Context: an optimization exercise on an open-source flow, tuned for small area, a short achievable clock period and few clock cycles. The choices shown serve that exercise and are no tape-out recipe. At most, simulation tests tie the RTL to the original design; equivalence was not proved. Power is estimated from default activity; no workload was simulated.

Design pvc_decoder, start of the top module:
module pvc_decoder (
    input  wire        clk,
    input  wire        rst,
    input  wire        s_valid,
    output wire        s_ready,
    input  wire [19:0] s_last,
    input  wire [19:0] s_desc,
    input  wire        s_eob,
    input  wire [13:0] s_bits,
    input  wire        b_valid,
    output wire        b_ready,
    input  wire [19:0] b_data,
    output reg         r_valid,
    output reg  [19:0] r_value,
    output reg         v_valid,
    output reg         v_ok,
    output wire [13:0] v_used
);
==> flow/config.mk <==
export PLATFORM = sky130hd
export DESIGN_NAME = pvc_decoder
export DESIGN_NICKNAME = pvc_decoder
export VERILOG_FILES = /design/flow/design.v
export SDC_FILE = /design/flow/constraint.sdc
export NUM_CORES = 4
export LEC_CHECK = 0
export ABC_AREA = 1
export CAP_MARGIN = 20
export CORE_MARGIN = 2
export CORE_UTILIZATION = 40
export CTS_CLUSTER_DIAMETER = 250
export CTS_CLUSTER_SIZE = 18
export SLEW_MARGIN = 20
export SYNTH_HIERARCHICAL = 1
export TNS_END_PERCENT = 1
==> flow/constraint.sdc <==
create_clock -name core_clock -period 12.0 [get_ports {clk}]
set_input_delay 2.4000 -clock core_clock [delete_from_list [all_inputs] [get_ports {clk}]]
set_output_delay 2.4000 -clock core_clock [all_outputs]
set_load 0.01 [all_outputs]
standard.sh (not shown) runs the stock make flow with config.mk's settings and CLKGATE_MAP_FILE= SYNTH_SCRIPT=/design/flow/synth_recipe.tcl, a recipe that flattens the netlist after the stock synthesis.
==> flow/flow/run.sh <==
#!/bin/bash
set -euo pipefail
export SETUP_SLACK_MARGIN=8
bash standard.sh > standard_flow.log 2>&1
The starting point passed the timing, DRC and antenna checks.
Testbench counts at the start, summed over its fixed seeds: cycles 31,734.
Change:
TNS_END_PERCENT = 5   (was 1)
Result: Non-clock buffer count came out higher by 4. Fmax barely changes. Via count hardly moves.
Change:
==> flow/flow/run.sh (replaced) <==
#!/bin/bash
set -euo pipefail
export SETUP_SLACK_MARGIN=7.6
bash standard.sh > standard_flow.log 2>&1
Effect: The changed run completed with no timing, DRC or antenna violations. Final cell count is about the same. Combinational power stays flat. Setup slack loses 0.28 ns. Clock-buffer cell count drops by 1. Hold slack gets better by 0.0051 ns. Register-to-register slack gets worse by 0.14 ns. Area after synthesis stays the same. Clock skew is higher by 0.0085 ns. Design area is about the same.

* * *

## the previous run
pvc_decoder again, from the RTL that the note above started with.
==> flow/config.mk <==
export PLATFORM = sky130hd
export DESIGN_NAME = pvc_decoder
export DESIGN_NICKNAME = pvc_decoder
export VERILOG_FILES = /design/flow/design.v
export SDC_FILE = /design/flow/constraint.sdc
export NUM_CORES = 4
export LEC_CHECK = 0
export ABC_AREA = 1
export CAP_MARGIN = 20
export CORE_MARGIN = 2
export CORE_UTILIZATION = 40
export CTS_CLUSTER_DIAMETER = 250
export CTS_CLUSTER_SIZE = 18
export SLEW_MARGIN = 20
export SYNTH_HIERARCHICAL = 1
export TNS_END_PERCENT = 5
==> flow/constraint.sdc <==
create_clock -name core_clock -period 12.0 [get_ports {clk}]
set_input_delay 2.4000 -clock core_clock [delete_from_list [all_inputs] [get_ports {clk}]]
set_output_delay 2.4000 -clock core_clock [all_outputs]
set_load 0.01 [all_outputs]
==> flow/flow/run.sh <==
#!/bin/bash
set -euo pipefail
export SETUP_SLACK_MARGIN=8
export BUFFER_PORTS_ARGS="-buffer_cell sky130_fd_sc_hd__buf_4"
bash standard.sh > standard_flow.log 2>&1
Testbench counts of the previous run, summed over its fixed seeds: cycles 31,734.
> inputs changed (the previous run -> the current run)
- a change of TNS_END_PERCENT from 5 to 1
==> comparison <==
The current run -> the previous run: fraction of area in registers flat
Status: proportion of layout cells with a drive suffix above 1 parity (the previous run, the current run)
The run with more setup slack is the current run; the previous run has less.
Sum of routed wire length over all layers essentially unchanged between the previous run and the current run.
~same switching part of the total power in the previous run and the current run
Between the previous run and the current run, the relative max-transition margin is lower for the previous run.
Diff the previous run -> the current run: via count held; clock skew flat; area of all placed cells without fillers flat; total power held.
The current run -> the previous run: maximum frequency flat

* * *

Another version of the RTL of pvc_decoder (not shown whole).
For scale: about 2400 cells after synthesis.
export LEC_CHECK = 0
export ABC_AREA = 1
export CAP_MARGIN = 20
export CORE_MARGIN = 2
export CORE_UTILIZATION = 50
export CTS_CLUSTER_DIAMETER = 250
export CTS_CLUSTER_SIZE = 18
export SLEW_MARGIN = 20
export SYNTH_HIERARCHICAL = 1
export TNS_END_PERCENT = 5
create_clock -name core_clock -period 12.0 [get_ports {clk}]
==> flow/flow/run.sh <==
#!/bin/bash
set -euo pipefail
export SETUP_SLACK_MARGIN=8
bash standard.sh > standard_flow.log 2>&1
The starting point passed the timing, DRC and antenna checks.
Then changed:
CORE_UTILIZATION = 40   (was 50)
Outcome:
- The changed run finished clean
- area after synthesis does not change
- sequential cell count stays the same
- via count drops by about 1.2%
- setup slack degrades by 0.015 ns
- design area drops by about 1.3%
- total power decreases by 1.2%
- fmax goes down by 0.38%
- clock power hardly moves
- non-clock buffer count fell by 22
- hold slack stays flat
- wire length stays flat
Function was not checked in any run of this note: the RTL went through the layout flow alone.

* * *

== the reference run ==
pvc_decoder, a different RTL version from the one above (not shown whole).
Size in the first run: ~240 flip-flops, roughly 120 I/O pins, about 16000 µm² of cells after synthesis.
==> flow/config.mk <==
export PLATFORM = sky130hd
export DESIGN_NAME = pvc_decoder
export DESIGN_NICKNAME = pvc_decoder
export VERILOG_FILES = /design/flow/design.v
export SDC_FILE = /design/flow/constraint.sdc
export NUM_CORES = 4
export LEC_CHECK = 0
export ABC_AREA = 1
export CAP_MARGIN = 10
export CORE_MARGIN = 2
export CORE_UTILIZATION = 40
export CTS_BUF_LIST = sky130_fd_sc_hd__clkbuf_8
export SLEW_MARGIN = 10
export SYNTH_HIERARCHICAL = 1
==> flow/constraint.sdc <==
create_clock -name core_clock -period 12.0 [get_ports {clk}]
set_input_delay 2.4000 -clock core_clock [delete_from_list [all_inputs] [get_ports {clk}]]
set_output_delay 2.4000 -clock core_clock [all_outputs]
set_load 0.01 [all_outputs]
Scripts as last shown in full above: flow/flow/run.sh
The reference run went all the way through the flow, and no timing, DRC or antenna check failed.
Testbench counts of the reference run, summed over its fixed seeds: cycles 31,734.
Inputs modified between the reference run and the trial run:
- changing CAP_MARGIN from 10 to 20
- removing CTS_BUF_LIST (formerly sky130_fd_sc_hd__clkbuf_8)
- changing ABC_AREA from 1 to 0
- changing SLEW_MARGIN from 10 to 20
Results
- Per the comparison of the trial run with the reference run, total wire length went up about 5%; slew at the pin closest to its max-slew limit -0.15 ns.
- Cell area after technology mapping, the trial run and the reference run, higher one = the trial run.
- Between the trial run and the reference run, number of global-route vias before repair is lower for the trial run, the reference run comes in above that.
- Delta (the trial run minus the reference run): total global-route track usage has remained practically unchanged, number of clock buffers in the layout has decreased, final area has increased, insertion delay to the later sink of the worst-skew pair has decreased.
- The final RePlAce weighted congestion of the trial run exceeds that of the reference run by 1.2%.
- Comparing the trial run and the reference run, portion of the clock cycle consumed by the worst path in the final layout is lower on the reference run.
- Placement row count delta for the trial run relative to the reference run: 2 higher

* * *

Starting RTL as in the previous note.
Settings: LEC_CHECK=0, ABC_AREA=1, CAP_MARGIN=20, CORE_MARGIN=2, CORE_UTILIZATION=40, SLEW_MARGIN=20, SYNTH_HIERARCHICAL=1; clock period 12.0 ns.
==> flow/flow/run.sh <==
#!/bin/bash
set -euo pipefail
export SETUP_SLACK_MARGIN=8.5
bash standard.sh > standard_flow.log 2>&1
The starting point completed without violations.
Testbench counts at the start, summed over its fixed seeds: cycles 31,734.
Change:
==> flow/flow/run.sh (replaced) <==
#!/bin/bash
set -euo pipefail
export SETUP_SLACK_MARGIN=8
bash standard.sh > standard_flow.log 2>&1
Settings changed: CTS_CLUSTER_DIAMETER set to 250, CTS_CLUSTER_SIZE set to 30, TNS_END_PERCENT set to 5.
Clock-buffer cell count decreases by 25.
Final area shrinks by 5.1%.
Cell count drops by 2.0%.
Global-route usage fell by 0.92 points.
Setup slack gains 42 ps.
Power is lower by 11%.
Die area stays the same.
Change:
Settings changed: CTS_CLUSTER_SIZE 30 to 18.
Non-clock buffer count decreases by 14.
Maximum frequency is about the same.
Area after synthesis does not change.
Die area does not change.
Total power went up slightly.
Setup slack hardly moves.
Sequential share of layout area went up by 0.20 points.
Final cell count stays flat.
Change:
Settings changed: CTS_CLUSTER_DIAMETER 250 to unset, CTS_CLUSTER_SIZE 18 to 24.
=> The new run passed the timing, DRC and antenna checks; total power grows by about 12%; routed wire length grows by 0.73%; register-to-register slack is about the same; area after synthesis does not change; clock-buffer cell count grows by 13; sequential cell count is unchanged.

re-timing with driven ports:
In the flow no input, the clock included, has a driving cell. The finished layouts below were timed again as built, in two steps.
Step 1, drivers: a clkbuf_16 drives clk and a buf_2 each remaining input, both assumed.
Step 2, shift: input delay + t, output delay - t, t = (earliest + latest rising clock arrival at the registers) / 2. This alone moves slack from input paths to output paths.
Three values: ideal, step 1, step 2; two values: the first two.
run | t (ns) | setup WS [ns] | clock arrival spread, ns
the first run of note 1 | 0.568 | 7.990 / 7.952 / 7.589 | 0.022 / 0.022
the second run of note 1 | 0.571 | 8.000 / 7.947 / 7.569 | 0.022 / 0.022
the third run of note 1 | 0.556 | 7.722 / 7.670 / 7.578 | 0.031 / 0.030
the previous run | 0.564 | 7.920 / 7.920 / 7.920 | 0.026 / 0.025
the current run | 0.563 | 7.927 / 7.927 / 7.927 | 0.026 / 0.026
the first run of note 3 | 0.565 | 7.976 / 7.925 / 7.653 | 0.045 / 0.044
the second run of note 3 | 0.566 | 7.961 / 7.908 / 7.591 | 0.029 / 0.029
the reference run | 0.653 | 7.779 / 7.779 / 7.651 | 0.029 / 0.029
the trial run | 0.621 | 6.957 / 6.957 / 6.957 | 0.025 / 0.025
the first run of note 5 | 0.623 | 7.843 / 7.843 / 7.660 | 0.012 / 0.011
the second run of note 5 | 0.560 | 7.885 / 7.885 / 7.646 | 0.056 / 0.057
the third run of note 5 | 0.577 | 7.882 / 7.882 / 7.606 | 0.034 / 0.034
the fourth run of note 5 | 0.625 | 7.873 / 7.873 / 7.597 | 0.034 / 0.035
After both steps every run listed still meets setup and hold. For the second run of note 1, which loses most, drivers alone change the setup slack by -0.053 ns; drivers and shift together by -0.431 ns.
